Source: an optimization exercise on an open RTL-to-GDS flow (aim: small area, a short achievable clock period and few clock cycles per item). Production flows keep margins and buffers that such runs may drop. Only simulation tests tie the RTL to the original design; equivalence was not proved.

==> design/flow/design.v <==
module g_xor  (input wire a, input wire b, output wire y); assign y = a ^ b;    endmodule
module g_xnor (input wire a, input wire b, output wire y); assign y = ~(a ^ b); endmodule
module g_nand (input wire a, input wire b, output wire y); assign y = ~(a & b); endmodule
module g_nor  (input wire a, input wire b, output wire y); assign y = ~(a | b); endmodule
module aes_sbox (
    input  wire [7:0] a,
    output wire [7:0] y
);
    wire U0 = a[7];
    wire U1 = a[6];
    wire U2 = a[5];
    wire U3 = a[4];
    wire U4 = a[3];
    wire U5 = a[2];
    wire U6 = a[1];
    wire U7 = a[0];
    wire T1, T2, T3, T4, T5, T6, T7, T8, T9, T10, T11, T12, T13, T14, T15, T16, T17, T18, T19, T20, T21, T22, T23, T24, T25, T26, T27, M1, M2, M3, M4, M5, M6, M7, M8, M9, M10, M11, M12, M13, M14, M15, M16, M17, M18, M19, M20, M21, M22, M23, M24, M25, M26, M27, M28, M29, M30, M31, M32, M33, M34, M35, M36, M37, M38, M39, M40, M41, M42, M43, M44, M45, M46, M47, M48, M49, M50, M51, M52, M53, M54, M55, M56, M57, M58, M59, M60, M61, M62, M63, L0, L1, L2, L3, L4, L5, L6, L7, L8, L9, L10, L11, L12, L13, L14, L15, L16, L17, L18, L19, L20, L21, L22, L23, L24, L25, L26, L27, L28, L29;
    g_xor g_T1 (.a(U0), .b(U3), .y(T1));
    g_xor g_T2 (.a(U0), .b(U5), .y(T2));
    g_xor g_T3 (.a(U0), .b(U6), .y(T3));
    g_xor g_T4 (.a(U3), .b(U5), .y(T4));
    g_xor g_T5 (.a(U4), .b(U6), .y(T5));
    g_xor g_T6 (.a(T1), .b(T5), .y(T6));
    g_xor g_T7 (.a(U1), .b(U2), .y(T7));
    g_xor g_T8 (.a(U7), .b(T6), .y(T8));
    g_xor g_T9 (.a(U7), .b(T7), .y(T9));
    g_xor g_T10 (.a(T6), .b(T7), .y(T10));
    g_xor g_T11 (.a(U1), .b(U5), .y(T11));
    g_xor g_T12 (.a(U2), .b(U5), .y(T12));
    g_xor g_T13 (.a(T3), .b(T4), .y(T13));
    g_xor g_T14 (.a(T6), .b(T11), .y(T14));
    g_xor g_T15 (.a(T5), .b(T11), .y(T15));
    g_xor g_T16 (.a(T5), .b(T12), .y(T16));
    g_xor g_T17 (.a(T9), .b(T16), .y(T17));
    g_xor g_T18 (.a(U3), .b(U7), .y(T18));
    g_xor g_T19 (.a(T7), .b(T18), .y(T19));
    g_xor g_T20 (.a(T1), .b(T19), .y(T20));
    g_xor g_T21 (.a(U6), .b(U7), .y(T21));
    g_xor g_T22 (.a(T7), .b(T21), .y(T22));
    g_xor g_T23 (.a(T2), .b(T22), .y(T23));
    g_xor g_T24 (.a(T2), .b(T10), .y(T24));
    g_xor g_T25 (.a(T20), .b(T17), .y(T25));
    g_xor g_T26 (.a(T3), .b(T16), .y(T26));
    g_xor g_T27 (.a(T1), .b(T12), .y(T27));
    g_nand g_M1 (.a(T13), .b(T6), .y(M1));
    g_nand g_M2 (.a(T23), .b(T8), .y(M2));
    g_xnor g_M3 (.a(T14), .b(M1), .y(M3));
    g_nand g_M4 (.a(T19), .b(U7), .y(M4));
    g_xor g_M5 (.a(M4), .b(M1), .y(M5));
    g_nand g_M6 (.a(T3), .b(T16), .y(M6));
    g_nand g_M7 (.a(T22), .b(T9), .y(M7));
    g_xnor g_M8 (.a(T26), .b(M6), .y(M8));
    g_nand g_M9 (.a(T20), .b(T17), .y(M9));
    g_xor g_M10 (.a(M9), .b(M6), .y(M10));
    g_nand g_M11 (.a(T1), .b(T15), .y(M11));
    g_nand g_M12 (.a(T4), .b(T27), .y(M12));
    g_xor g_M13 (.a(M12), .b(M11), .y(M13));
    g_nand g_M14 (.a(T2), .b(T10), .y(M14));
    g_xor g_M15 (.a(M14), .b(M11), .y(M15));
    g_xnor g_M16 (.a(M3), .b(M2), .y(M16));
    g_xor g_M17 (.a(M5), .b(T24), .y(M17));
    g_xnor g_M18 (.a(M8), .b(M7), .y(M18));
    g_xor g_M19 (.a(M10), .b(M15), .y(M19));
    g_xor g_M20 (.a(M16), .b(M13), .y(M20));
    g_xor g_M21 (.a(M17), .b(M15), .y(M21));
    g_xor g_M22 (.a(M18), .b(M13), .y(M22));
    g_xor g_M23 (.a(M19), .b(T25), .y(M23));
    g_xnor g_M24 (.a(M22), .b(M23), .y(M24));
    g_nand g_M25 (.a(M22), .b(M20), .y(M25));
    g_xor g_M26 (.a(M21), .b(M25), .y(M26));
    g_xnor g_M27 (.a(M20), .b(M21), .y(M27));
    g_xor g_M28 (.a(M23), .b(M25), .y(M28));
    g_nor g_M29 (.a(M28), .b(M27), .y(M29));
    g_nor g_M30 (.a(M26), .b(M24), .y(M30));
    g_nand g_M31 (.a(M20), .b(M23), .y(M31));
    g_nor g_M32 (.a(M27), .b(M31), .y(M32));
    g_xor g_M33 (.a(M27), .b(M25), .y(M33));
    g_nand g_M34 (.a(M21), .b(M22), .y(M34));
    g_nor g_M35 (.a(M24), .b(M34), .y(M35));
    g_xor g_M36 (.a(M24), .b(M25), .y(M36));
    g_xor g_M37 (.a(M21), .b(M29), .y(M37));
    g_xor g_M38 (.a(M32), .b(M33), .y(M38));
    g_xor g_M39 (.a(M23), .b(M30), .y(M39));
    g_xor g_M40 (.a(M35), .b(M36), .y(M40));
    g_xor g_M41 (.a(M38), .b(M40), .y(M41));
    g_xor g_M42 (.a(M37), .b(M39), .y(M42));
    g_xor g_M43 (.a(M37), .b(M38), .y(M43));
    g_xor g_M44 (.a(M39), .b(M40), .y(M44));
    g_xor g_M45 (.a(M42), .b(M41), .y(M45));
    g_nand g_M46 (.a(M44), .b(T6), .y(M46));
    g_nand g_M47 (.a(M40), .b(T8), .y(M47));
    g_nand g_M48 (.a(M39), .b(U7), .y(M48));
    g_nand g_M49 (.a(M43), .b(T16), .y(M49));
    g_nand g_M50 (.a(M38), .b(T9), .y(M50));
    g_nand g_M51 (.a(M37), .b(T17), .y(M51));
    g_nand g_M52 (.a(M42), .b(T15), .y(M52));
    g_nand g_M53 (.a(M45), .b(T27), .y(M53));
    g_nand g_M54 (.a(M41), .b(T10), .y(M54));
    g_nand g_M55 (.a(M44), .b(T13), .y(M55));
    g_nand g_M56 (.a(M40), .b(T23), .y(M56));
    g_nand g_M57 (.a(M39), .b(T19), .y(M57));
    g_nand g_M58 (.a(M43), .b(T3), .y(M58));
    g_nand g_M59 (.a(M38), .b(T22), .y(M59));
    g_nand g_M60 (.a(M37), .b(T20), .y(M60));
    g_nand g_M61 (.a(M42), .b(T1), .y(M61));
    g_nand g_M62 (.a(M45), .b(T4), .y(M62));
    g_nand g_M63 (.a(M41), .b(T2), .y(M63));
    g_xor g_L0 (.a(M61), .b(M62), .y(L0));
    g_xor g_L1 (.a(M50), .b(M56), .y(L1));
    g_xor g_L2 (.a(M46), .b(M48), .y(L2));
    g_xor g_L3 (.a(M47), .b(M55), .y(L3));
    g_xor g_L4 (.a(M54), .b(M58), .y(L4));
    g_xor g_L5 (.a(M49), .b(M61), .y(L5));
    g_xnor g_L6 (.a(M62), .b(L5), .y(L6));
    g_xnor g_L7 (.a(M46), .b(L3), .y(L7));
    g_xor g_L8 (.a(M51), .b(M59), .y(L8));
    g_xor g_L9 (.a(M52), .b(M53), .y(L9));
    g_xnor g_L10 (.a(M53), .b(L4), .y(L10));
    g_xnor g_L11 (.a(M60), .b(L2), .y(L11));
    g_xor g_L12 (.a(M48), .b(M51), .y(L12));
    g_xnor g_L13 (.a(M50), .b(L0), .y(L13));
    g_xor g_L14 (.a(M52), .b(M61), .y(L14));
    g_xnor g_L15 (.a(M55), .b(L1), .y(L15));
    g_xnor g_L16 (.a(M56), .b(L0), .y(L16));
    g_xnor g_L17 (.a(M57), .b(L1), .y(L17));
    g_xnor g_L18 (.a(M58), .b(L8), .y(L18));
    g_xnor g_L19 (.a(M63), .b(L4), .y(L19));
    g_xor g_L20 (.a(L0), .b(L1), .y(L20));
    g_xor g_L21 (.a(L1), .b(L7), .y(L21));
    g_xor g_L22 (.a(L3), .b(L12), .y(L22));
    g_xor g_L23 (.a(L18), .b(L2), .y(L23));
    g_xor g_L24 (.a(L15), .b(L9), .y(L24));
    g_xor g_L25 (.a(L6), .b(L10), .y(L25));
    g_xor g_L26 (.a(L7), .b(L9), .y(L26));
    g_xor g_L27 (.a(L8), .b(L10), .y(L27));
    g_xor g_L28 (.a(L11), .b(L14), .y(L28));
    g_xor g_L29 (.a(L11), .b(L17), .y(L29));
    g_xor g_S0 (.a(L6), .b(L24), .y(y[7]));
    g_xnor g_S1 (.a(L16), .b(L26), .y(y[6]));
    g_xnor g_S2 (.a(L19), .b(L28), .y(y[5]));
    g_xor g_S3 (.a(L6), .b(L21), .y(y[4]));
    g_xor g_S4 (.a(L20), .b(L22), .y(y[3]));
    g_xor g_S5 (.a(L25), .b(L29), .y(y[2]));
    g_xnor g_S6 (.a(L13), .b(L27), .y(y[1]));
    g_xnor g_S7 (.a(L6), .b(L23), .y(y[0]));
endmodule
module sbox_top (
    input  wire [7:0] a,
    output wire [3:0] m,
    output wire [7:0] t
);
    wire U0 = a[7];
    wire U1 = a[6];
    wire U2 = a[5];
    wire U3 = a[4];
    wire U4 = a[3];
    wire U5 = a[2];
    wire U6 = a[1];
    wire U7 = a[0];
    wire T1, T2, T3, T4, T5, T6, T7, T8, T9, T10, T11, T12, T13, T14, T15, T16, T17, T18, T19, T20, T21, T22, T23, T24, T25, T26, T27, M1, M2, M3, M4, M5, M6, M7, M8, M9, M10, M11, M12, M13, M14, M15, M16, M17, M18, M19, M20, M21, M22, M23;
    g_xor g_T1 (.a(U0), .b(U3), .y(T1));
    g_xor g_T2 (.a(U0), .b(U5), .y(T2));
    g_xor g_T3 (.a(U0), .b(U6), .y(T3));
    g_xor g_T4 (.a(U3), .b(U5), .y(T4));
    g_xor g_T5 (.a(U4), .b(U6), .y(T5));
    g_xor g_T6 (.a(T1), .b(T5), .y(T6));
    g_xor g_T7 (.a(U1), .b(U2), .y(T7));
    g_xor g_T8 (.a(U7), .b(T6), .y(T8));
    g_xor g_T9 (.a(U7), .b(T7), .y(T9));
    g_xor g_T10 (.a(T6), .b(T7), .y(T10));
    g_xor g_T11 (.a(U1), .b(U5), .y(T11));
    g_xor g_T12 (.a(U2), .b(U5), .y(T12));
    g_xor g_T13 (.a(T3), .b(T4), .y(T13));
    g_xor g_T14 (.a(T6), .b(T11), .y(T14));
    g_xor g_T15 (.a(T5), .b(T11), .y(T15));
    g_xor g_T16 (.a(T5), .b(T12), .y(T16));
    g_xor g_T17 (.a(T9), .b(T16), .y(T17));
    g_xor g_T18 (.a(U3), .b(U7), .y(T18));
    g_xor g_T19 (.a(T7), .b(T18), .y(T19));
    g_xor g_T20 (.a(T1), .b(T19), .y(T20));
    g_xor g_T21 (.a(U6), .b(U7), .y(T21));
    g_xor g_T22 (.a(T7), .b(T21), .y(T22));
    g_xor g_T23 (.a(T2), .b(T22), .y(T23));
    g_xor g_T24 (.a(T2), .b(T10), .y(T24));
    g_xor g_T25 (.a(T20), .b(T17), .y(T25));
    g_xor g_T26 (.a(T3), .b(T16), .y(T26));
    g_xor g_T27 (.a(T1), .b(T12), .y(T27));
    g_nand g_M1 (.a(T13), .b(T6), .y(M1));
    g_nand g_M2 (.a(T23), .b(T8), .y(M2));
    g_xnor g_M3 (.a(T14), .b(M1), .y(M3));
    g_nand g_M4 (.a(T19), .b(U7), .y(M4));
    g_xor g_M5 (.a(M4), .b(M1), .y(M5));
    g_nand g_M6 (.a(T3), .b(T16), .y(M6));
    g_nand g_M7 (.a(T22), .b(T9), .y(M7));
    g_xnor g_M8 (.a(T26), .b(M6), .y(M8));
    g_nand g_M9 (.a(T20), .b(T17), .y(M9));
    g_xor g_M10 (.a(M9), .b(M6), .y(M10));
    g_nand g_M11 (.a(T1), .b(T15), .y(M11));
    g_nand g_M12 (.a(T4), .b(T27), .y(M12));
    g_xor g_M13 (.a(M12), .b(M11), .y(M13));
    g_nand g_M14 (.a(T2), .b(T10), .y(M14));
    g_xor g_M15 (.a(M14), .b(M11), .y(M15));
    g_xnor g_M16 (.a(M3), .b(M2), .y(M16));
    g_xor g_M17 (.a(M5), .b(T24), .y(M17));
    g_xnor g_M18 (.a(M8), .b(M7), .y(M18));
    g_xor g_M19 (.a(M10), .b(M15), .y(M19));
    g_xor g_M20 (.a(M16), .b(M13), .y(M20));
    g_xor g_M21 (.a(M17), .b(M15), .y(M21));
    g_xor g_M22 (.a(M18), .b(M13), .y(M22));
    g_xor g_M23 (.a(M19), .b(T25), .y(M23));
    assign m[0] = M20;
    assign m[1] = M21;
    assign m[2] = M22;
    assign m[3] = M23;
    assign t[0] = T1;
    assign t[1] = T10;
    assign t[2] = T13;
    assign t[3] = T15;
    assign t[4] = T16;
    assign t[5] = T17;
    assign t[6] = T19;
    assign t[7] = T2;
endmodule
module sbox_bot (
    input  wire [3:0] m,
    input  wire [7:0] t,
    output wire [7:0] y
);
    wire M20 = m[0];
    wire M21 = m[1];
    wire M22 = m[2];
    wire M23 = m[3];
    wire T1 = t[0];
    wire T10 = t[1];
    wire T13 = t[2];
    wire T15 = t[3];
    wire T16 = t[4];
    wire T17 = t[5];
    wire T19 = t[6];
    wire T2 = t[7];
    wire T20, T23, T22, T27, T3, T4, T6, T9, T8, U7, M24, M25, M26, M27, M28, M29, M30, M31, M32, M33, M34, M35, M36, M37, M38, M39, M40, M41, M42, M43, M44, M45, M46, M47, M48, M49, M50, M51, M52, M53, M54, M55, M56, M57, M58, M59, M60, M61, M62, M63, L0, L1, L2, L3, L4, L5, L6, L7, L8, L9, L10, L11, L12, L13, L14, L15, L16, L17, L18, L19, L20, L21, L22, L23, L24, L25, L26, L27, L28, L29;
    g_xor g_T20 (.a(T1), .b(T19), .y(T20));
    g_xor g_T23 (.a(T13), .b(T19), .y(T23));
    g_xor g_T22 (.a(T2), .b(T23), .y(T22));
    g_xor g_T27 (.a(T10), .b(T15), .y(T27));
    g_xor g_T3 (.a(T20), .b(T22), .y(T3));
    g_xor g_T4 (.a(T1), .b(T2), .y(T4));
    g_xor g_T6 (.a(T16), .b(T27), .y(T6));
    g_xor g_T9 (.a(T16), .b(T17), .y(T9));
    g_xor g_T8 (.a(T10), .b(T9), .y(T8));
    g_xor g_U7 (.a(T15), .b(T17), .y(U7));
    g_xnor g_M24 (.a(M22), .b(M23), .y(M24));
    g_nand g_M25 (.a(M22), .b(M20), .y(M25));
    g_xor g_M26 (.a(M21), .b(M25), .y(M26));
    g_xnor g_M27 (.a(M20), .b(M21), .y(M27));
    g_xor g_M28 (.a(M23), .b(M25), .y(M28));
    g_nor g_M29 (.a(M28), .b(M27), .y(M29));
    g_nor g_M30 (.a(M26), .b(M24), .y(M30));
    g_nand g_M31 (.a(M20), .b(M23), .y(M31));
    g_nor g_M32 (.a(M27), .b(M31), .y(M32));
    g_xor g_M33 (.a(M27), .b(M25), .y(M33));
    g_nand g_M34 (.a(M21), .b(M22), .y(M34));
    g_nor g_M35 (.a(M24), .b(M34), .y(M35));
    g_xor g_M36 (.a(M24), .b(M25), .y(M36));
    g_xor g_M37 (.a(M21), .b(M29), .y(M37));
    g_xor g_M38 (.a(M32), .b(M33), .y(M38));
    g_xor g_M39 (.a(M23), .b(M30), .y(M39));
    g_xor g_M40 (.a(M35), .b(M36), .y(M40));
    g_xor g_M41 (.a(M38), .b(M40), .y(M41));
    g_xor g_M42 (.a(M37), .b(M39), .y(M42));
    g_xor g_M43 (.a(M37), .b(M38), .y(M43));
    g_xor g_M44 (.a(M39), .b(M40), .y(M44));
    g_xor g_M45 (.a(M42), .b(M41), .y(M45));
    g_nand g_M46 (.a(M44), .b(T6), .y(M46));
    g_nand g_M47 (.a(M40), .b(T8), .y(M47));
    g_nand g_M48 (.a(M39), .b(U7), .y(M48));
    g_nand g_M49 (.a(M43), .b(T16), .y(M49));
    g_nand g_M50 (.a(M38), .b(T9), .y(M50));
    g_nand g_M51 (.a(M37), .b(T17), .y(M51));
    g_nand g_M52 (.a(M42), .b(T15), .y(M52));
    g_nand g_M53 (.a(M45), .b(T27), .y(M53));
    g_nand g_M54 (.a(M41), .b(T10), .y(M54));
    g_nand g_M55 (.a(M44), .b(T13), .y(M55));
    g_nand g_M56 (.a(M40), .b(T23), .y(M56));
    g_nand g_M57 (.a(M39), .b(T19), .y(M57));
    g_nand g_M58 (.a(M43), .b(T3), .y(M58));
    g_nand g_M59 (.a(M38), .b(T22), .y(M59));
    g_nand g_M60 (.a(M37), .b(T20), .y(M60));
    g_nand g_M61 (.a(M42), .b(T1), .y(M61));
    g_nand g_M62 (.a(M45), .b(T4), .y(M62));
    g_nand g_M63 (.a(M41), .b(T2), .y(M63));
    g_xor g_L0 (.a(M61), .b(M62), .y(L0));
    g_xor g_L1 (.a(M50), .b(M56), .y(L1));
    g_xor g_L2 (.a(M46), .b(M48), .y(L2));
    g_xor g_L3 (.a(M47), .b(M55), .y(L3));
    g_xor g_L4 (.a(M54), .b(M58), .y(L4));
    g_xor g_L5 (.a(M49), .b(M61), .y(L5));
    g_xnor g_L6 (.a(M62), .b(L5), .y(L6));
    g_xnor g_L7 (.a(M46), .b(L3), .y(L7));
    g_xor g_L8 (.a(M51), .b(M59), .y(L8));
    g_xor g_L9 (.a(M52), .b(M53), .y(L9));
    g_xnor g_L10 (.a(M53), .b(L4), .y(L10));
    g_xnor g_L11 (.a(M60), .b(L2), .y(L11));
    g_xor g_L12 (.a(M48), .b(M51), .y(L12));
    g_xnor g_L13 (.a(M50), .b(L0), .y(L13));
    g_xor g_L14 (.a(M52), .b(M61), .y(L14));
    g_xnor g_L15 (.a(M55), .b(L1), .y(L15));
    g_xnor g_L16 (.a(M56), .b(L0), .y(L16));
    g_xnor g_L17 (.a(M57), .b(L1), .y(L17));
    g_xnor g_L18 (.a(M58), .b(L8), .y(L18));
    g_xnor g_L19 (.a(M63), .b(L4), .y(L19));
    g_xor g_L20 (.a(L0), .b(L1), .y(L20));
    g_xor g_L21 (.a(L1), .b(L7), .y(L21));
    g_xor g_L22 (.a(L3), .b(L12), .y(L22));
    g_xor g_L23 (.a(L18), .b(L2), .y(L23));
    g_xor g_L24 (.a(L15), .b(L9), .y(L24));
    g_xor g_L25 (.a(L6), .b(L10), .y(L25));
    g_xor g_L26 (.a(L7), .b(L9), .y(L26));
    g_xor g_L27 (.a(L8), .b(L10), .y(L27));
    g_xor g_L28 (.a(L11), .b(L14), .y(L28));
    g_xor g_L29 (.a(L11), .b(L17), .y(L29));
    g_xor g_S0 (.a(L6), .b(L24), .y(y[7]));
    g_xnor g_S1 (.a(L16), .b(L26), .y(y[6]));
    g_xnor g_S2 (.a(L19), .b(L28), .y(y[5]));
    g_xor g_S3 (.a(L6), .b(L21), .y(y[4]));
    g_xor g_S4 (.a(L20), .b(L22), .y(y[3]));
    g_xor g_S5 (.a(L25), .b(L29), .y(y[2]));
    g_xnor g_S6 (.a(L13), .b(L27), .y(y[1]));
    g_xnor g_S7 (.a(L6), .b(L23), .y(y[0]));
endmodule
module bunting_aes256 (
    input  wire         clk,
    input  wire         rst,         
    input  wire [255:0] key,         
    input  wire         in_valid,
    output wire         in_ready,
    input  wire [127:0] in_block,    
    output reg          out_valid,
    output reg  [127:0] out_block    
);
    reg  [2:0]   p, ph;
    reg          win_q;              
    reg  [5:0]   sl_q;               
    reg          ksel;               
    reg  [5:0]   v;                  
    reg  [127:0] r0, r2, r3, r5;
    reg  [191:0] r1, r4;
    reg  [127:0] kx, ky;
    reg  [47:0]  kt1;
    reg  [31:0]  kt;
    reg          ov;                 
    assign in_ready  = win_q;
    wire [191:0] t1, t2;
    wire [127:0] s1, m1, s2, m2;
    sub_top   u_t1 (.a(r0), .y(t1));
    sub_bot   u_b1 (.a(r1), .y(s1));
    mix_ark   u_m1 (.a(r2), .k(ky), .y(m1));
    sub_top   u_t2 (.a(r3), .y(t2));
    sub_bot   u_b2 (.a(r4), .y(s2));
    mix_ark   u_m2 (.a(r5), .k(kx), .y(m2));
    always @(posedge clk) begin
        r0 <= win_q ? (in_block ^ key[255:128]) : m2;
        r1 <= t1;
        r2 <= s1;
        r3 <= m1;
        r4 <= t2;
        r5 <= s2;
        out_block <= r5 ^ kx;
    end
    wire [31:0] ks_in = ksel ? kx[31:0] : ky[31:0];
    wire [47:0] ks1;
    wire [31:0] ks;
    generate
        genvar i;
        for (i = 0; i < 4; i = i + 1) begin : g_ksub
            sbox_top u_top (.a(ks_in[31 - 8*i -: 8]), .m(ks1[47 - 12*i -: 4]), .t(ks1[43 - 12*i -: 8]));
            sbox_bot u_bot (.m(kt1[47 - 12*i -: 4]), .t(kt1[43 - 12*i -: 8]), .y(ks[31 - 8*i -: 8]));
        end
    endgenerate
    wire [7:0]   rcon = 8'h01 << p;
    wire [31:0]  tx   = {kt[23:16] ^ rcon, kt[15:0], kt[31:24]};
    wire [127:0] bx   = (p == 3'd0) ? key[255:128] : kx;
    wire [31:0]  bx01 = bx[127:96] ^ bx[95:64];
    wire [31:0]  by01 = ky[127:96] ^ ky[95:64];
    wire [31:0]  x0   = bx[127:96] ^ tx;
    wire [31:0]  x1   = bx01 ^ tx;
    wire [31:0]  x2   = bx[63:32] ^ x1;
    wire [31:0]  x3   = bx[31:0] ^ x2;
    wire [31:0]  y0   = ky[127:96] ^ kt;
    wire [31:0]  y1   = by01 ^ kt;
    wire [31:0]  y2   = ky[63:32] ^ y1;
    wire [31:0]  y3   = ky[31:0] ^ y2;
    always @(posedge clk) begin
        kt1 <= ks1;
        kt  <= ks;
        if (ph == 3'd4)
            kx <= {x0, x1, x2, x3};
        if (ph == 3'd1)
            ky <= (p == 3'd0) ? key[127:0] : {y0, y1, y2, y3};
    end
    wire       wrap  = (ph == 3'd5);
    wire [2:0] p1    = wrap ? ((p == 3'd6) ? 3'd0 : p + 3'd1) : p;
    wire [2:0] ph1   = wrap ? 3'd0 : ph + 3'd1;
    wire       win1  = (p1 == 3'd6 && ph1 == 3'd5) || (p1 == 3'd0 && ph1 != 3'd5);
    wire [5:0] sl1   = (p1 == 3'd6) ? 6'b000001 : (6'b000010 << ph1);
    wire [5:0] v_oth = v & ~sl_q;
    wire       idle  = win_q && (v_oth == 6'd0) && !in_valid;
    always @(posedge clk) begin
        ksel <= idle ? 1'b0 : (ph1 == 3'd5);
        if (rst) begin
            p         <= 3'd6;
            ph        <= 3'd5;
            win_q     <= 1'b1;
            sl_q      <= 6'b000001;
            v         <= 6'd0;
            ov        <= 1'b0;
            out_valid <= 1'b0;
        end else begin
            out_valid <= ov;
            if (win_q) v <= v_oth | (in_valid ? sl_q : 6'd0);
            if (idle) begin
                p         <= 3'd6;
                ph        <= 3'd5;
                win_q     <= 1'b1;
                sl_q      <= 6'b000001;
                ov        <= 1'b0;
            end else begin
                p         <= p1;
                ph        <= ph1;
                win_q     <= win1;
                sl_q      <= sl1;
                ov        <= win1 && ((v & sl1) != 6'd0);
            end
        end
    end
endmodule
module sub_top (
    input  wire [127:0] a,
    output wire [191:0] y
);
    genvar i;
    generate
        for (i = 0; i < 16; i = i + 1) begin : g_sub
            sbox_top u_sbox (.a(a[127 - 8*i -: 8]), .m(y[191 - 12*i -: 4]), .t(y[187 - 12*i -: 8]));
        end
    endgenerate
endmodule
module sub_bot (
    input  wire [191:0] a,
    output wire [127:0] y
);
    wire [127:0] sb;
    genvar i, c, r;
    generate
        for (i = 0; i < 16; i = i + 1) begin : g_sub
            sbox_bot u_sbox (.m(a[191 - 12*i -: 4]), .t(a[187 - 12*i -: 8]), .y(sb[127 - 8*i -: 8]));
        end
        for (c = 0; c < 4; c = c + 1) begin : g_col
            for (r = 0; r < 4; r = r + 1) begin : g_row
                assign y[127 - 8*(4*c + r) -: 8] = sb[127 - 8*(4*((c + r) % 4) + r) -: 8];
            end
        end
    endgenerate
endmodule
module mix_ark (
    input  wire [127:0] a,
    input  wire [127:0] k,
    output wire [127:0] y
);
    genvar c;
    generate
        for (c = 0; c < 4; c = c + 1) begin : g_col
            mix_col u_col (.a(a[127 - 32*c -: 32]), .k(k[127 - 32*c -: 32]), .y(y[127 - 32*c -: 32]));
        end
    endgenerate
endmodule
module mix_col (
    input  wire [31:0] a,            
    input  wire [31:0] k,
    output wire [31:0] y
);
    wire [31:0] b, x, p, q;
    genvar i, j;
    generate
        for (i = 0; i < 4; i = i + 1) begin : g_byte
            for (j = 0; j < 8; j = j + 1) begin : g_bit
                g_xor u_b (.a(a[31 - 8*i - 7 + j]), .b(a[31 - 8*((i + 1) % 4) - 7 + j]), .y(b[31 - 8*i - 7 + j]));
                g_xor u_c (.a(a[31 - 8*((i + 3) % 4) - 7 + j]), .b(k[31 - 8*i - 7 + j]), .y(p[31 - 8*i - 7 + j]));
            end
            wire [7:0] bi = b[31 - 8*i -: 8];
            wire [7:0] xt;
            assign xt[0] = bi[7];
            g_xor u_x1 (.a(bi[0]), .b(bi[7]), .y(xt[1]));
            assign xt[2] = bi[1];
            g_xor u_x3 (.a(bi[2]), .b(bi[7]), .y(xt[3]));
            g_xor u_x4 (.a(bi[3]), .b(bi[7]), .y(xt[4]));
            assign xt[5] = bi[4];
            assign xt[6] = bi[5];
            assign xt[7] = bi[6];
            for (j = 0; j < 8; j = j + 1) begin : g_out
                g_xor u_q (.a(xt[j]), .b(b[31 - 8*((i + 1) % 4) - 7 + j]), .y(q[31 - 8*i - 7 + j]));
                g_xor u_y (.a(q[31 - 8*i - 7 + j]), .b(p[31 - 8*i - 7 + j]), .y(y[31 - 8*i - 7 + j]));
            end
        end
    endgenerate
endmodule
==> design/flow/run.sh <==
#!/bin/bash
# synth_recipe.tcl (not shown) runs the flow's synth.tcl, then flattens the netlist and writes it again
# the make line also repeats each setting of config.mk as NAME=value (left out here)
make -C /OpenROAD-flow-scripts/flow DESIGN_CONFIG=/design/flow/config.mk WORK_HOME=/design/flow/orfs CLKGATE_MAP_FILE= SYNTH_SCRIPT=/design/flow/synth_recipe.tcl finish
==> design/flow/config.mk <==
export PLATFORM = sky130hd
export DESIGN_NAME = bunting_aes256
export DESIGN_NICKNAME = bunting_aes256
export VERILOG_FILES = /design/flow/design.v
export SDC_FILE = /design/flow/constraint.sdc
export NUM_CORES = 8
export LEC_CHECK = 0
export CAP_MARGIN = 20
export CORE_MARGIN = 2
export CORE_UTILIZATION = 55
export CTS_CLUSTER_DIAMETER = 60
export CTS_CLUSTER_SIZE = 40
export SETUP_SLACK_MARGIN = 4.3
export SLEW_MARGIN = 20
export SYNTH_HIERARCHICAL = 1
export SYNTH_MINIMUM_KEEP_SIZE = 0
==> design/flow/constraint.sdc <==
create_clock -name core_clock -period 7.0 [get_ports {clk}]
set_input_delay 1.4000 -clock core_clock [delete_from_list [all_inputs] [get_ports {clk}]]
set_output_delay 1.4000 -clock core_clock [all_outputs]
set_load 0.01 [all_outputs]
==> results of run 1 <==
==> area by class of cell <==
type                    count  share of cell area, %
flip-flops and latches   1382                   27.4
inverters                   8                 0.0303
clock inverters           102                   1.30
clock buffers             128                   2.81
diodes                     13                 0.0292
multi-input cells        7571                   59.4
well taps                2204                   2.47
repair buffers            823                   6.58
==> cell families (layout without fill, tap and decap cells) <==
logic type	after synthesis	in the layout	synth area share, %
AO/OA/AOI/OAI	351	351	2.28
XOR/XNOR	5506	5506	52.9
adder cells (fa/ha/maj)	2	2	0.0271
buffers and inverters	530	1061	4.10
flip-flops	1382	1382	32.7
multiplexers	94	94	1.08
other	0	13	0
AND/OR/NAND/NOR	1616	1618	6.91
==> Yosys cell counts (all sizes together) (3+ instances only) <==
master	n
o21ai	44
nor4	3
mux2i	61
nand2b	9
xnor2	1063
edfxtp	256
clkbuf	28
or3	4
nand3	7
nand2	1136
mux2	32
o211ai	3
dfxtp	1126
nor2b	5
nor2	440
xnor3	4
inv	8
a21oi	293
nand3b	4
buf	494
xor2	4439
==> Yosys stat by module (local to each module, per instance), a selection <==
module          copies in the design  cells  cell area, µm²
g_nor                            144      1            3.75
sbox_top                          36     12            90.1
g_nand                          1080      1            3.75
g_xor                           4144      1            8.76
g_xnor                           720      1            8.76
bunting_aes256                     1   2961           41900
==> path summary, 6_finish.rpt <==
kind,endpoint,slack (ns),depth (start not counted)
max reg2reg,r0[115]$_DFF_P_,4.13,6
min reg2reg,out_valid$_SDFF_PP0_,0.48,1
max,r0[115]$_DFF_P_,4.13,6
min,out_valid$_SDFF_PP0_,0.48,1
==> per-stage QoR <==
stage	utilization, %	instances
floorplan	-	9481
global placement	58.1	11698
detailed placement	58.1	11698
CTS	62.9	12029
global route	66.8	12218
finish	66.8	12231
==> sequential cells by signal, summed over array words and instances, names as in the netlist, named ones only <==
register   cells
ksel           1
kt            32
kt1           48
kx           128
ky           128
out_block    128
out_valid      1
ov             1
p              3
ph             3
r0           128
r1           192
r2           128
r3           128
r4           192
r5           128
sl_q           6
win_q          1
==> timing repair <==
| action | 4_1_cts | 5_1_grt |
|---|---|---|
| cloned | 3 | 0 |
| buffers inserted | 98 | 189 |
| endpoints found under the setup margin | 474 | 323 |
| pin swaps | 145 | 332 |
| hold buffers | 0 | 0 |
| resized for setup | 1024 | 818 |
==> critical path, cell delays in order (launching register included) <==
cell	delay (ns)
sky130_fd_sc_hd__dfxtp_1	0.70
sky130_fd_sc_hd__xor2_2	0.55
sky130_fd_sc_hd__xor2_1	0.26
sky130_fd_sc_hd__xor2_1	0.25
sky130_fd_sc_hd__xor2_1	0.17
sky130_fd_sc_hd__nor2_1	0.05
sky130_fd_sc_hd__a21oi_1	0.71
==> metal layers <==
layer  GRT usage, %  up-vias
met5              0        -
met4           19.4       12
li1               -    29413
met2           53.8     2097
met1           44.4    30932
met3           4.74      547
==> notes.md, run 1 <==
Run status:
- The flow ran to the end and the layout has no timing, DRC or antenna violations.

Synth:
- Yosys mapped a number of flops with a built-in enable equal to 256.
- The synthesized instance count is 9481.
- The share of flip-flops with an asynchronous set or reset is 0%.
- Among all flip-flop cells after synthesis, the most frequent one is sky130_fd_sc_hd__dfxtp_1.
- Of the post-synthesis cell area, the dominant cell type holds 42.1%.
- The synthesized netlist contains 54 unique library cells.
- Synthesis produced a netlist with a net count of 9870.
- In the post-synthesis netlist, the biggest area contributors are sky130_fd_sc_hd__xor2_1 (42%), sky130_fd_sc_hd__dfxtp_1 (24%), sky130_fd_sc_hd__xnor2_1 (9.8%), sky130_fd_sc_hd__edfxtp_1 (8.3%), sky130_fd_sc_hd__nand2_1 (4.6%).
- For this run, the register share of the synthesized area comes to 32.7%.
- The cell area after technology mapping is 92300 µm².
- The cell type with the largest total area after synthesis is sky130_fd_sc_hd__xor2_1.
- Counting flops and latches in the post-synthesis netlist gives 1382.
- A synthesized cell averages 9.74 µm².
- The Yosys step of the flow raised 7 warnings.

Timing:
- The number of max-slew violations in the final report came to 0.
- After routing, the total negative slack on setup checks comes to 0 ns.
- For the final database, setup skew stands at 0.0468 ns.
- The worst path needs 2.87 ns of the cycle, external delays included.
- The final setup violation count is 0.
- The final worst setup slack is 4.13 ns.
- In this run the tightest slew margin relative to its limit is 18.0%.
- The measured slew at the worst slew-check pin is 1.23 ns.
- The number of hold violations in the final report came to 0.
- Timing would allow up to 348 MHz.
- Setup repair after global routing could not meet its margin everywhere.
- The share of the clock period used by the worst path after layout is 41.0%.
- The worst hold slack is 0.483 ns.

Floorplanning:
- The boundary pin count is 517.
- The core area is 167000 µm².
- The die area is 171000 µm².
- The number of placement rows is 150.
- The die is 414 µm tall.
- From left edge to right edge, the die measures 414 µm.
- The effective utilization at floorplan is 55.3%.

Finish:
- The net count reported at finish is 10295.
- The multi-input logic area is 66200 µm².
- The share of layout cells above drive strength 1 is 19.0%.
- After routing the design area is 111000 µm².
- Fill cells in the final layout number 13241.
- In the layout the commonest cells are sky130_fd_sc_hd__xor2_1 (3856), sky130_fd_sc_hd__nand2_1 (1019), sky130_fd_sc_hd__dfxtp_1 (973).
- Relative to the synthesized area, the layout overhead comes to 20.7%.
- The library cell used most frequently in the layout, excluding fill and tap cells, is sky130_fd_sc_hd__xor2_1.
- In the final layout, flip-flops and latches occupy 30500 µm².

Placement:
- The worst setup timing slack at the placement stage is 3.15 ns.
- The detailed placer's ending HPWL is 243000 µm.
- Port buffering added 516 buffers.
- The weighted congestion at the end of routability-driven global placement is 1.02.
- The area after detailed placement is 96900 µm².

Global route:
- The initial antenna violation count was 29.
- Entering global routing, the biggest net connects 133 pins.
- Global routing used 34.0% of the available tracks.
- The via count of the first global-routing pass is 62482.
- The total overflow reported by the global router is 0.
- The wire length of the first global-routing pass is 420000 µm.

Drt:
- Summing over every cut layer, the via total after detailed routing is 63001.
- Once detail routing completed, the nets flagged for antenna violations numbered 0.
- After detailed routing, the number of vias per cell comes to 5.15.
- The wire length per cell after detailed routing is 24.9 µm.
- After detailed routing, the total wire length is 305000 µm.
- The routed design uses 140000 µm of met2 wire.
- The DRC violations left is 0.
- The met3 wire length is 19600 µm.
- The pre-antenna-repair detailed-routing pass consisted of 7 iterations.
- The initial detailed-routing violation count is 5351.
- The top routing layer in use is met5.
- The detailed router put a total of 125000 µm of wire on met1.

Clock network:
- The longest clock path from root to sink contains 3 buffers.
- TritonCTS created 120 clock buffers.
- TritonCTS built the clock tree.
- The clock latency on the worst-skew pair is 0.80 ns.
- The clock drives 1382 sinks.
- The clock-pin transition on the worst setup and hold timing paths is 0.10 ns.
- The root buffer cell chosen for the clock tree is sky130_fd_sc_hd__clkbuf_16.
- The H-tree was split into 3 levels.

Setup path:
- The critical path startpoint category is a flip-flop.
- The start of the worst register-to-register path is r5[119]$_DFF_P_.
- The critical path in this run is classified as reg -> reg.
- The largest fanout of any net on the critical path is 5.
- The required time reported for the critical path endpoint is 7.62 ns.
- The origin of the worst setup path is r5[119]$_DFF_P_.
- The critical path capture point type is a flip-flop.
- The arrival time at the worst endpoint is 3.49 ns.

Min path:
- The kind of path behind the tightest hold check is reg -> reg.
- In this run the most critical hold path is launched from ov$_SDFF_PP0_.

Job:
- The max-cap violation count is 0.
Testbench counts, summed over its fixed seeds: cycles 11,448, blocks 1,600.
==> inputs of run 2 (changes only) <==
--- a/design/flow/config.mk
+++ b/design/flow/config.mk
@@ -10,5 +10,3 @@
 export CORE_UTILIZATION = 55
-export CTS_CLUSTER_DIAMETER = 60
-export CTS_CLUSTER_SIZE = 40
-export SETUP_SLACK_MARGIN = 4.3
+export SETUP_SLACK_MARGIN = 4.0
 export SLEW_MARGIN = 20
==> run 2 against run 1 <==
Register-to-register slack got worse by 0.12 ns. Via count fell by 2.2%. Sequential cell count did not move. Highest routed layer unchanged. Hold slack got worse by 0.0050 ns. Critical path depth rose by 5. Synthesized cell count did not move. Critical path type unchanged.
==> notes.md, run 2 <==
Placement:
- The total of buffers placed on input and output ports was 516 (unchanged).
- The detailed placer's ending HPWL is 242000 µm (-0.23%).
- The worst setup timing slack at the placement stage is 3.13 ns (-0.0230 ns).
- The weighted congestion at the end of routability-driven global placement is 1.03 (+1.1%).
- The cell total after placement is 11696 (-0.017%).
- The area after detailed placement is 96600 µm² (-0.24%).

Synth:
- The average cell area after synthesis came to 9.74 µm² (unchanged).
- The post-synthesis net count is 9870 (unchanged).
- The adder-cell share of the synthesized area is 0.0271% (unchanged).
- The synthesized flop and latch total is 1382 (unchanged).
- The number of warnings issued by yosys is 7 (unchanged).
- The cell area after technology mapping is 92300 µm² (unchanged).
- By count the netlist is led by sky130_fd_sc_hd__xor2_1 (4438), sky130_fd_sc_hd__nand2_1 (1135), sky130_fd_sc_hd__dfxtp_1 (1126).
- The number of distinct standard cells referenced by the synthesized netlist is 54 (unchanged).
- The fraction of synthesized cell area in xor and xnor cells is 52.9% (unchanged).
- After synthesis, the largest family of logic cells by area is XOR/XNOR gates.
- The most frequent cell after synthesis is sky130_fd_sc_hd__xor2_1.
- The number of enable-type register cells in the synthesized netlist is 256 (unchanged).
- The multiplexer area fraction after synthesis is 1.08% (unchanged).
- The share of the yosys chip area belonging to registers was 32.7% (unchanged).
- The largest total area in the synthesized netlist belongs to sky130_fd_sc_hd__xor2_1.
- Ranked by total cell area, the synthesized netlist is headed by sky130_fd_sc_hd__xor2_1 (42%), sky130_fd_sc_hd__dfxtp_1 (24%), sky130_fd_sc_hd__xnor2_1 (9.8%), sky130_fd_sc_hd__edfxtp_1 (8.3%), sky130_fd_sc_hd__nand2_1 (4.6%).
- The share of flip-flops with an asynchronous set or reset came to 0% (unchanged).
- The synthesized instance count is 9481 (unchanged).
- The most instantiated flip-flop cell in the synthesis netlist is sky130_fd_sc_hd__dfxtp_1.
- The share of the synthesized area in compound gates (AO/OA/AOI/OAI) is 2.28% (unchanged).
- The area share of the largest cell type after synthesis was 42.1% (unchanged).
- The simple-gate area share of the yosys netlist is 6.91% (unchanged).

Drt:
- The first-pass iteration count of the detailed router is 6 (-1).
- The initial detailed-routing violation count is 4955 (-7.4%).
- The total detailed-routing wirelength is 293000 µm (-3.8%).
- The sum of met2 wire segment lengths after detailed routing is 135000 µm (-3.8%).
- The wire length per cell after detailed routing is 24.4 µm (-2.2%).
- The number of nets with antenna violations after detailed routing came to 0 (unchanged).
- The DRC violations left came to 0 (unchanged).
- The met3 wire length is 17400 µm (-11%).
- The average vias per placed instance was 5.12 (-0.58%).
- The total via count in the routed design is 61591 (-2.2%).
- The top routing layer in use is met5.
- The routed metal-1 wire length is 121000 µm (-3.4%).

Setup path:
- In this run the critical register-to-register path is launched from r4[176]$_DFF_P_.
- The required time reported for the critical path endpoint is 7.67 ns (+0.05 ns).
- The critical path capture point type is a flip-flop.
- The arrival time at the worst endpoint is 3.66 ns (+0.17 ns).
- The largest fanout of any net on the critical path was 4 (-1).
- The critical setup path kind is reg -> reg.
- The origin of the worst setup path is r4[176]$_DFF_P_.
- The critical path startpoint category is a flip-flop.

Finish:
- The sequential cell area in the final layout was 30200 µm² (-0.80%).
- In the layout the commonest cells are sky130_fd_sc_hd__xor2_1 (4304), sky130_fd_sc_hd__nand2_1 (1134), sky130_fd_sc_hd__dfxtp_1 (1113).
- The growth of design area from synthesis to finish is 12.3%.
- The commonest non-fill, non-tap cell in the layout is sky130_fd_sc_hd__xor2_1.
- The number of fill cells is 14258 (+7.7%).
- The non-filler instance count after layout is 12027 (-1.7%).
- The multi-input logic area is 59800 µm² (-9.7%).
- The share of layout cells above drive strength 1 came to 6.61% (-12 points).
- The utilization of the core after routing is 62.2% (-4.6 points).
- The area of all placed cells without fillers came to 104000 µm² (-7.0%).
- In the final layout, the registers with the most flip-flops are r1 (192), r4 (192).
- The net count reported at finish is 10058 (-2.3%).

Clock network:
- The clock-pin transition on the worst setup and hold timing paths is 0.06 ns (-0.04 ns).
- The number of buffers created by CTS is 158 (+32%).
- The number of H-tree levels is 4 (+1).
- In this run the clock root is driven by a sky130_fd_sc_hd__clkbuf_16.
- The maximum root-to-sink buffer count came to 3 (unchanged).
- The clock tree from TritonCTS is done.
- The total clock sinks came to 1382 (unchanged).
- The clock latency on the worst-skew pair is 0.82 ns (+0.02 ns).
- The number of buffers inserted for hold repair after clock tree synthesis is 0 (unchanged).

Job:
- The max-cap violation count was 0 (unchanged).

Floorplanning:
- The effective utilization at floorplan is 55.3% (unchanged).
- The x dimension of the die is 414 µm (unchanged).
- The die area came to 171000 µm² (unchanged).
- The number of placement rows came to 150 (unchanged).
- The core area came to 167000 µm² (unchanged).
- The y dimension of the die is 414 µm (unchanged).
- The boundary pin count is 517 (unchanged).

Timing:
- Setup repair after global routing could not meet its margin everywhere.
- The minimum clock period after layout is 2.99 ns (+0.122 ns).
- The share of the clock period used by the worst path after layout is 42.8% (+1.7 points).
- The number of max-slew violations in the final report is 0 (unchanged).
- The number of hold violations in the final report came to 0 (unchanged).
- The worst relative slew slack is 16.8% (-1.2 points).
- The final worst setup slack is 4.01 ns (-0.122 ns).
- The timing-limited maximum frequency is 334 MHz (-4.1%).
- The setup clock skew after layout is 0.0242 ns (-0.0226 ns).
- The final setup violation count is 0 (unchanged).
- The final-layout setup total negative slack was 0 ns (unchanged).
- The measured slew at the worst slew-check pin was 1.24 ns (+0.0180 ns).

Global route:
- The via count of the first global-routing pass came to 61768 (-1.1%).
- The total overflow reported by the global router was 0 (unchanged).
- The maximum number of pins on one net before global-route repair came to 179 (+35%).
- The initial antenna violation count is 25 (-14%).
- The wire length of the first global-routing pass is 410000 µm (-2.4%).
- The total global routing track utilization was 33.3% (-0.71 points).

Min path:
- The min-delay analysis places its worst path in the category reg -> reg.
- The worst hold path startpoint is ov$_SDFF_PP0_.

Run status:
- The run finished with no timing, DRC or antenna violations.
[run 2: changes by cell type in the layout (fill, tap and decap cells not counted), sizes merged]
cell,delta
buf,-404
bufinv,+12
clkbuf,+78
clkinv,+16
clkinvlp,+8
diode,+6
dlygate4sd2,+129
inv,-48
or3,-1
[run 2: final timing paths]
check | endpoint | slack [ns] | cells after the start
max reg2reg | r5[17]$_DFF_P_ | 4.01 | 11
min reg2reg | out_valid$_SDFF_PP0_ | 0.48 | 1
min | out_valid$_SDFF_PP0_ | 0.48 | 1
max | r5[17]$_DFF_P_ | 4.01 | 11
[run 2: cell families (layout without fill, tap and decap cells)]
kind of cell | count (synthesis) | count (layout)
xor+xnor | 5506 | 5506
other cells | 0 | 19
compound gates | 351 | 351
flops | 1382 | 1382
mux | 94 | 94
simple gates | 1616 | 1617
fa+ha+maj | 2 | 2
buf+inv | 530 | 852
[run 2: metal layers]
metal | up-vias | GRT usage, %
met3 | 609 | 4.60
met1 | 29674 | 42.0
li1 | 29294 | -
met4 | 2 | 20.2
met5 | - | 0
met2 | 2012 | 53.8
[run 2: what timing repair did]
| item | CTS | global route |
|---|---|---|
| setup buffers | 4 | 11 |
| hold endpoints to repair | 0 | 0 |
| gates resized for setup | 162 | 185 |
| setup endpoints to repair | 203 | 120 |
| cloned | 1 | 0 |
| pin swaps | 1 | 15 |
[run 2: area by class of cell]
class                           count  area share [%]
Clock buffer                      205            4.32
Sequential cell                  1382            29.2
Timing Repair Buffer              549            5.11
Clock inverter                     90           0.959
Multi-Input combinational cell   7570            57.7
Inverter                            8          0.0326
Tap cell                         2204            2.66
Antenna cell                       19          0.0458
[run 2: through the flow]
| step | hold WS (ns) |
|---|---|
| finish | 0.478 |
| detailed placement | 0.462 |
| global route | 0.485 |
| floorplan | 0.414 |
| global placement | 0.458 |
| CTS | 0.476 |
[run 2: modules after synthesis, one instance, submodules excluded, excerpt]
module          flops+latches  times used
bunting_aes256           1382           1
g_xnor                      0         720
g_xor                       0        4144
g_nand                      0        1080
sbox_top                    0          36
g_nor                       0         144
[run 2: worst max-delay path, cell delays in order, from the launching register on]
cell	delay, ns
sky130_fd_sc_hd__dfxtp_1	0.40
sky130_fd_sc_hd__nand2_1	0.19
sky130_fd_sc_hd__xor2_1	0.22
sky130_fd_sc_hd__nor2_1	0.21
sky130_fd_sc_hd__xor2_2	0.27
sky130_fd_sc_hd__buf_4	0.17
sky130_fd_sc_hd__xor2_1	0.21
sky130_fd_sc_hd__nand2_1	0.17
sky130_fd_sc_hd__xor2_2	0.30
sky130_fd_sc_hd__xnor2_2	0.14
sky130_fd_sc_hd__xor2_1	0.20
sky130_fd_sc_hd__xnor2_2	0.38
==> inputs of run 3 (changes only) <==
--- a/design/flow/design.v
+++ b/design/flow/design.v
@@ -340,32 +340,30 @@
 );
-    reg  [2:0]   p, ph;
-    reg          win_q;              
-    reg  [5:0]   sl_q;               
-    reg          ksel;               
-    reg  [5:0]   v;                  
-    reg  [127:0] r0, r2, r3, r5;
-    reg  [191:0] r1, r4;
-    reg  [127:0] kx, ky;
-    reg  [47:0]  kt1;
-    reg  [31:0]  kt;
-    reg          ov;                 
-    assign in_ready  = win_q;
-    wire [191:0] t1, t2;
-    wire [127:0] s1, m1, s2, m2;
-    sub_top   u_t1 (.a(r0), .y(t1));
-    sub_bot   u_b1 (.a(r1), .y(s1));
-    mix_ark   u_m1 (.a(r2), .k(ky), .y(m1));
-    sub_top   u_t2 (.a(r3), .y(t2));
-    sub_bot   u_b2 (.a(r4), .y(s2));
-    mix_ark   u_m2 (.a(r5), .k(kx), .y(m2));
+    localparam NU = 7;
+    reg  [3:0]        q;
+    reg  [1:0]        r;
+    reg               win_q;         
+    reg  [3*NU-1:0]   vr;            
+    reg  [128*NU-1:0] ra, rc;        
+    reg  [192*NU-1:0] rb;
+    reg  [128*NU-1:0] ku;            
+    reg  [127:0]      kp, kc;
+    reg  [47:0]       kt1;
+    reg  [31:0]       kt;
+    assign in_ready = win_q;
+    wire [192*NU-1:0] ta;
+    wire [128*NU-1:0] sb, mk;
+    genvar j;
+    generate
+        for (j = 0; j < NU; j = j + 1) begin : g_unit
+            sub_top u_a (.a(ra[128*j +: 128]), .y(ta[192*j +: 192]));
+            sub_bot u_b (.a(rb[192*j +: 192]), .y(sb[128*j +: 128]));
+            mix_ark u_c (.a(rc[128*j +: 128]), .k(ku[128*j +: 128]), .y(mk[128*j +: 128]));
+        end
+    endgenerate
     always @(posedge clk) begin
-        r0 <= win_q ? (in_block ^ key[255:128]) : m2;
-        r1 <= t1;
-        r2 <= s1;
-        r3 <= m1;
-        r4 <= t2;
-        r5 <= s2;
-        out_block <= r5 ^ kx;
+        ra        <= {mk[128*NU-129:0], win_q ? (in_block ^ key[255:128]) : mk[128*NU-1 -: 128]};
+        rb        <= ta;
+        rc        <= sb;
+        out_block <= rc[128*NU-1 -: 128] ^ ku[128*NU-1 -: 128];
     end
-    wire [31:0] ks_in = ksel ? kx[31:0] : ky[31:0];
     wire [47:0] ks1;
@@ -375,3 +373,3 @@
         for (i = 0; i < 4; i = i + 1) begin : g_ksub
-            sbox_top u_top (.a(ks_in[31 - 8*i -: 8]), .m(ks1[47 - 12*i -: 4]), .t(ks1[43 - 12*i -: 8]));
+            sbox_top u_top (.a(kc[31 - 8*i -: 8]), .m(ks1[47 - 12*i -: 4]), .t(ks1[43 - 12*i -: 8]));
             sbox_bot u_bot (.m(kt1[47 - 12*i -: 4]), .t(kt1[43 - 12*i -: 8]), .y(ks[31 - 8*i -: 8]));
@@ -379,15 +377,11 @@
     endgenerate
-    wire [7:0]   rcon = 8'h01 << p;
-    wire [31:0]  tx   = {kt[23:16] ^ rcon, kt[15:0], kt[31:24]};
-    wire [127:0] bx   = (p == 3'd0) ? key[255:128] : kx;
-    wire [31:0]  bx01 = bx[127:96] ^ bx[95:64];
-    wire [31:0]  by01 = ky[127:96] ^ ky[95:64];
-    wire [31:0]  x0   = bx[127:96] ^ tx;
-    wire [31:0]  x1   = bx01 ^ tx;
-    wire [31:0]  x2   = bx[63:32] ^ x1;
-    wire [31:0]  x3   = bx[31:0] ^ x2;
-    wire [31:0]  y0   = ky[127:96] ^ kt;
-    wire [31:0]  y1   = by01 ^ kt;
-    wire [31:0]  y2   = ky[63:32] ^ y1;
-    wire [31:0]  y3   = ky[31:0] ^ y2;
+    wire [7:0]   rcon = 8'h01 << q[3:1];
+    wire [31:0]  tx   = q[0] ? {kt[23:16] ^ rcon, kt[15:0], kt[31:24]} : kt;
+    wire [31:0]  p01  = kp[127:96] ^ kp[95:64];
+    wire [31:0]  n0   = kp[127:96] ^ tx;
+    wire [31:0]  n1   = p01 ^ tx;
+    wire [31:0]  n2   = kp[63:32] ^ n1;
+    wire [31:0]  n3   = kp[31:0] ^ n2;
+    wire [127:0] nk   = {n0, n1, n2, n3};
+    wire [2:0]   qu   = (q >= 4'd7) ? q[2:0] + 3'd1 : q[2:0];
     always @(posedge clk) begin
@@ -395,39 +389,36 @@
         kt  <= ks;
-        if (ph == 3'd4)
-            kx <= {x0, x1, x2, x3};
-        if (ph == 3'd1)
-            ky <= (p == 3'd0) ? key[127:0] : {y0, y1, y2, y3};
+        if (r == 2'd1) begin
+            kp <= (q == 4'd0) ? key[255:128] : kc;
+            kc <= (q == 4'd0) ? key[127:0] : nk;
+        end
     end
-    wire       wrap  = (ph == 3'd5);
-    wire [2:0] p1    = wrap ? ((p == 3'd6) ? 3'd0 : p + 3'd1) : p;
-    wire [2:0] ph1   = wrap ? 3'd0 : ph + 3'd1;
-    wire       win1  = (p1 == 3'd6 && ph1 == 3'd5) || (p1 == 3'd0 && ph1 != 3'd5);
-    wire [5:0] sl1   = (p1 == 3'd6) ? 6'b000001 : (6'b000010 << ph1);
-    wire [5:0] v_oth = v & ~sl_q;
-    wire       idle  = win_q && (v_oth == 6'd0) && !in_valid;
+    generate
+        for (j = 0; j < NU; j = j + 1) begin : g_key
+            always @(posedge clk)
+                if (r == 2'd1 && qu == j)
+                    ku[128*j +: 128] <= (j == 0 && q == 4'd0) ? key[127:0] : nk;
+        end
+    endgenerate
+    wire [3:0] q1   = (r == 2'd2) ? ((q == 4'd13) ? 4'd0 : q + 4'd1) : q;
+    wire [1:0] r1   = (r == 2'd2) ? 2'd0 : r + 2'd1;
+    wire       win1 = (q1 == 4'd13 && r1 == 2'd2) || (q1 <= 4'd5) || (q1 == 4'd6 && r1 != 2'd2);
+    wire       idle = win_q && (vr[3*NU-2:0] == 0) && !in_valid;
     always @(posedge clk) begin
-        ksel <= idle ? 1'b0 : (ph1 == 3'd5);
         if (rst) begin
-            p         <= 3'd6;
-            ph        <= 3'd5;
+            q         <= 4'd13;
+            r         <= 2'd2;
             win_q     <= 1'b1;
-            sl_q      <= 6'b000001;
-            v         <= 6'd0;
-            ov        <= 1'b0;
+            vr        <= 0;
             out_valid <= 1'b0;
         end else begin
-            out_valid <= ov;
-            if (win_q) v <= v_oth | (in_valid ? sl_q : 6'd0);
+            vr        <= {vr[3*NU-2:0], win_q ? in_valid : vr[3*NU-1]};
+            out_valid <= win_q && vr[3*NU-1];
             if (idle) begin
-                p         <= 3'd6;
-                ph        <= 3'd5;
-                win_q     <= 1'b1;
-                sl_q      <= 6'b000001;
-                ov        <= 1'b0;
+                q     <= 4'd13;
+                r     <= 2'd2;
+                win_q <= 1'b1;
             end else begin
-                p         <= p1;
-                ph        <= ph1;
-                win_q     <= win1;
-                sl_q      <= sl1;
-                ov        <= win1 && ((v & sl1) != 6'd0);
+                q     <= q1;
+                r     <= r1;
+                win_q <= win1;
             end
--- a/design/flow/config.mk
+++ b/design/flow/config.mk
@@ -10,2 +10,4 @@
 export CORE_UTILIZATION = 55
+export CTS_CLUSTER_DIAMETER = 60
+export CTS_CLUSTER_SIZE = 30
 export SETUP_SLACK_MARGIN = 4.0
==> run 3 against run 2 <==
Largest cell class unchanged. Maximum frequency decreased by 4.5%. Critical path type unchanged. Hold slack got worse by 0.040 ns. Final cell count increased to 2.9 times the previous value. Global-route usage increased by 1.3 points. Count of clock-buffer cells in the layout increased by 266. Still clean on timing, DRC and antenna. Critical path depth decreased by 6. Wire length increased to 3.1 times the previous value. Register-to-register slack got worse by 0.14 ns. Highest routed layer unchanged.
==> notes.md, run 3 <==
Timing:
- The measured slew at the worst slew-check pin is 1.41 ns (+0.167 ns).
- The setup clock skew after layout is 0.0558 ns (+0.0316 ns).
- The share of the clock period used by the worst path after layout is 44.8% (+2.0 points).
- Setup repair after global routing could not meet its margin everywhere.
- The minimum clock period after layout came to 3.13 ns (+0.140 ns).
- The number of hold violations in the final report is 0 (unchanged).
- The worst hold slack is 0.438 ns (-0.0395 ns).
- The worst relative slew slack is 5.62% (-11 points).
- The number of max-slew violations in the final report is 0 (unchanged).
- The timing-limited maximum frequency is 319 MHz (-4.5%).
- The final setup violation count is 0 (unchanged).

Min path:
- The kind of path behind the tightest hold check is reg -> reg.

Drt:
- The average vias per placed instance is 5.03 (-1.7%).
- The total detailed-routing wirelength is 918000 µm (+210%).
- The wire length per cell after detailed routing is 26.5 µm (+8.8%).
- The first-pass iteration count of the detailed router is 6 (unchanged).
- The number of nets with antenna violations after detailed routing is 0 (unchanged).
- The DRC violations left came to 0 (unchanged).
- The total via count in the routed design was 174196 (+180%).
- The initial detailed-routing violation count came to 15626 (+220%).

Global route:
- The wire length of the first global-routing pass was 1250000 µm (+200%).
- The via count of the first global-routing pass is 170559 (+180%).
- The total global routing track utilization is 34.6% (+1.3 points).
- The maximum number of pins on one net before global-route repair was 151 (-16%).
- The initial antenna violation count is 204 (+720%).
- The total overflow reported by the global router is 0 (unchanged).

Run status:
- The run finished with no timing, DRC or antenna violations.

Clock network:
- The maximum root-to-sink buffer count is 4 (+1).
- The total clock sinks came to 4525 (+230%).
- The number of H-tree levels is 5 (+1).
- The clock tree from TritonCTS is done.
- The clock-pin transition on the worst setup and hold timing paths came to 0.08 ns (+0.02 ns).
- The clock latency on the worst-skew pair was 1.05 ns (+0.23 ns).
- The number of buffers created by CTS came to 436 (+180%).
- The buffer type at the clock tree root is sky130_fd_sc_hd__clkbuf_16.

Finish:
- The utilization of the core after routing was 60.9% (-1.3 points).
- The share of layout cells above drive strength 1 is 7.66% (+1.1 points).
- The register with the most flip-flops in the final layout is rb.
- The register with the most flip-flops in the layout has 1344 of them.
- The non-filler instance count after layout is 34599 (+190%).
- The number of fill cells is 42693 (+200%).
- The area growth from synthesis to layout is 10.2%.
- The top cell types in the final layout, fill and taps aside, are sky130_fd_sc_hd__xor2_1 (13334), sky130_fd_sc_hd__nand2_1 (4013), sky130_fd_sc_hd__dfxtp_1 (3326).
- Leaving out fill and tap cells, the most frequent cell in the layout is sky130_fd_sc_hd__xor2_1.
- The net count reported at finish is 27529 (+170%).

Synth:
- The number of warnings issued by yosys came to 7 (unchanged).
- Ranked by instance count, the synthesized netlist is headed by sky130_fd_sc_hd__xor2_1 (13852), sky130_fd_sc_hd__nand2_1 (4015), sky130_fd_sc_hd__dfxtp_1 (3373).
- The largest total area in the synthesized netlist belongs to sky130_fd_sc_hd__xor2_1.
- The share of the yosys chip area belonging to registers came to 36.9% (+4.1 points).
- The most frequent cell after synthesis is sky130_fd_sc_hd__xor2_1.
- The synthesized instance count is 27428 (+190%).
- The area share of the largest cell type after synthesis is 43.8% (+1.7 points).
- The average cell area after synthesis was 10.1 µm² (+3.7%).
- The number of distinct standard cells referenced by the synthesized netlist came to 46 (-15%).
- Yosys attributes the largest share of cell area to sky130_fd_sc_hd__xor2_1 (44%), sky130_fd_sc_hd__dfxtp_1 (24%), sky130_fd_sc_hd__edfxtp_1 (12%), sky130_fd_sc_hd__xnor2_1 (8.0%), sky130_fd_sc_hd__nand2_1 (5.4%).
- The synthesized flop and latch total is 4525 (+230%).
- The cell area after technology mapping is 277000 µm² (+200%).
- The number of enable-type register cells in the synthesized netlist is 1152 (+350%).
- The post-synthesis net count is 27818 (+180%).
- The most instantiated flip-flop cell in the synthesis netlist is sky130_fd_sc_hd__dfxtp_1.
- The share of flip-flops with an asynchronous set or reset was 0% (unchanged).

Setup path:
- Traced cell by cell, the critical path runs through xor2_1 -> xor2_1 -> xor2_1 -> nor2_1 -> a21oi_1.
- The critical path's most frequent cell is sky130_fd_sc_hd__xor2_1.
- STA classifies the critical path startpoint as a flip-flop.
- The worst setup path is captured at a flip-flop.
- The critical path's largest stage delay is 0.80 ns (+0.40 ns).
- The largest fanout of any net on the critical path is 4 (unchanged).
- The arrival time at the worst endpoint was 4.01 ns (+0.35 ns).
- The number of buffer and inverter stages on the critical path is 0 (-1).
- The required time reported for the critical path endpoint is 7.88 ns (+0.21 ns).
- The highest-delay cell along the critical path is sky130_fd_sc_hd__xor2_1.
- The critical setup path kind is reg -> reg.
- Among cell families on the critical path, the largest total delay comes from XOR/XNOR gates.

Floorplanning:
- The boundary pin count came to 517 (unchanged).
- The y dimension of the die is 714 µm (+73%).
- The number of placement rows is 260 (+73%).
- The die area came to 509000 µm² (+200%).
- The core area was 502000 µm² (+200%).
- The effective utilization at floorplan came to 55.2% (-0.11 points).
- The x dimension of the die came to 714 µm (+73%).

Placement:
- The cell total after placement is 33293 (+180%).
- The total of buffers placed on input and output ports is 516 (unchanged).
- The detailed placer's ending HPWL was 758000 µm (+210%).
- The weighted congestion at the end of routability-driven global placement came to 1.00 (-2.9%).

Job:
- The max-cap violation count is 0 (unchanged).
run 3: layout make-up:
cell class / instances / area (µm²) / area share [%]
multi-input cells: 21415 / 171000 / 55.9
flip-flops and latches: 4525 / 102000 / 33.5
clock buffers: 471 / 11400 / 3.75
well taps: 6681 / 8360 / 2.74
repair buffers: 757 / 6940 / 2.27
clock inverters: 358 / 4840 / 1.59
diodes: 388 / 971 / 0.318
inverters: 4 / 15.0 / 0.00492
run 3: routing by layer:
metal	global-route usage, %	vias up	wire [µm]
met5	0	-	180
met4	24.2	28	73400
met3	4.91	1493	60700
met2	54.3	5970	411000
met1	44.0	84028	373000
li1	-	82677	-
run 3: path summary, 6_finish.rpt:
path / from / end / slack, ns / cells past startpoint
max reg2reg: rc[820]$_DFF_P_ / ra[53]$_DFF_P_ / 3.87 / 5
min reg2reg: r[0]$_SDFF_PP0_ / r[0]$_SDFF_PP0_ / 0.44 / 1
max: rc[820]$_DFF_P_ / ra[53]$_DFF_P_ / 3.87 / 5
min: r[0]$_SDFF_PP0_ / r[0]$_SDFF_PP0_ / 0.44 / 1
run 3: per-module statistics from Yosys, one instance, submodules excluded, a selection:
module,area [µm²],cells inside,flip-flops and latches
g_nand,3.75,1,0
sbox_top,90.1,12,0
bunting_aes256,112000,6108,4525
g_nor,3.75,1,0
g_xnor,8.76,1,0
g_xor,8.76,1,0
run 3: what timing repair did:
item                       in CTS  in global routing
setup buffers                  27                 54
pin swaps                      20                 98
setup endpoints to repair    1392               1151
gates resized for setup       692                616
cloned                          4                  4
hold buffers                    0                  0
run 3: kinds of logic (layout without fill, tap and decap cells):
| logic type | after synthesis | count (layout) | share of synthesized area (%) |
|---|---|---|---|
| adder cells (fa/ha/maj) | 3 | 3 | 0.0136 |
| flip-flops | 4525 | 4525 | 36.9 |
| AO/OA/AOI/OAI | 163 | 163 | 0.327 |
| multiplexers | 80 | 80 | 0.315 |
| AND/OR/NAND/NOR | 4748 | 4750 | 6.49 |
| XOR/XNOR | 16419 | 16419 | 52.1 |
| buffers and inverters | 1490 | 1590 | 3.92 |
| other | 0 | 388 | 0 |
run 3: metrics by stage:
step | instance area, µm² | setup TNS (ns) | setup slack, ns
after floorplan | 277000 | -702.09 | -0.876
after global placement | 282000 | 0 | 3.24
after detailed placement | 282000 | 0 | 3.16
after CTS | 299000 | 0 | 3.91
after global routing | 305000 | 0 | 3.85
final | 305000 | 0 | 3.87
Testbench counts of run 3, summed over its fixed seeds: cycles 3,456, blocks 1,600.

==> afterwards: timing with drivers on the ports <==
Ports are ideal in the flow. The routed layouts listed here were re-timed in OpenROAD. Step 1, drivers: a clkbuf_16 drives clk and a buf_2 each remaining input, both assumed. Step 2 times the ports against the registers' clock, not the clock port: input delays grow and output delays shrink by t, the midpoint of the rising clock arrivals with the driver on. Three values: no drivers, after step 1, after step 2; two values: the first two.
run	shift t [ns]	setup slack, ns	worst register clock-pin slew, ns
run 1	0.859	4.129 / 4.129 / 3.511	0.10 / 0.10
run 2	0.883	4.007 / 3.996 / 3.337	0.07 / 0.07
run 3	1.162	3.867 / 3.835 / 3.768	0.10 / 0.10
After both steps setup and hold are still met in every run listed. For run 2, which loses most, drivers alone change the setup slack by -0.011 ns; drivers and shift together by -0.670 ns.
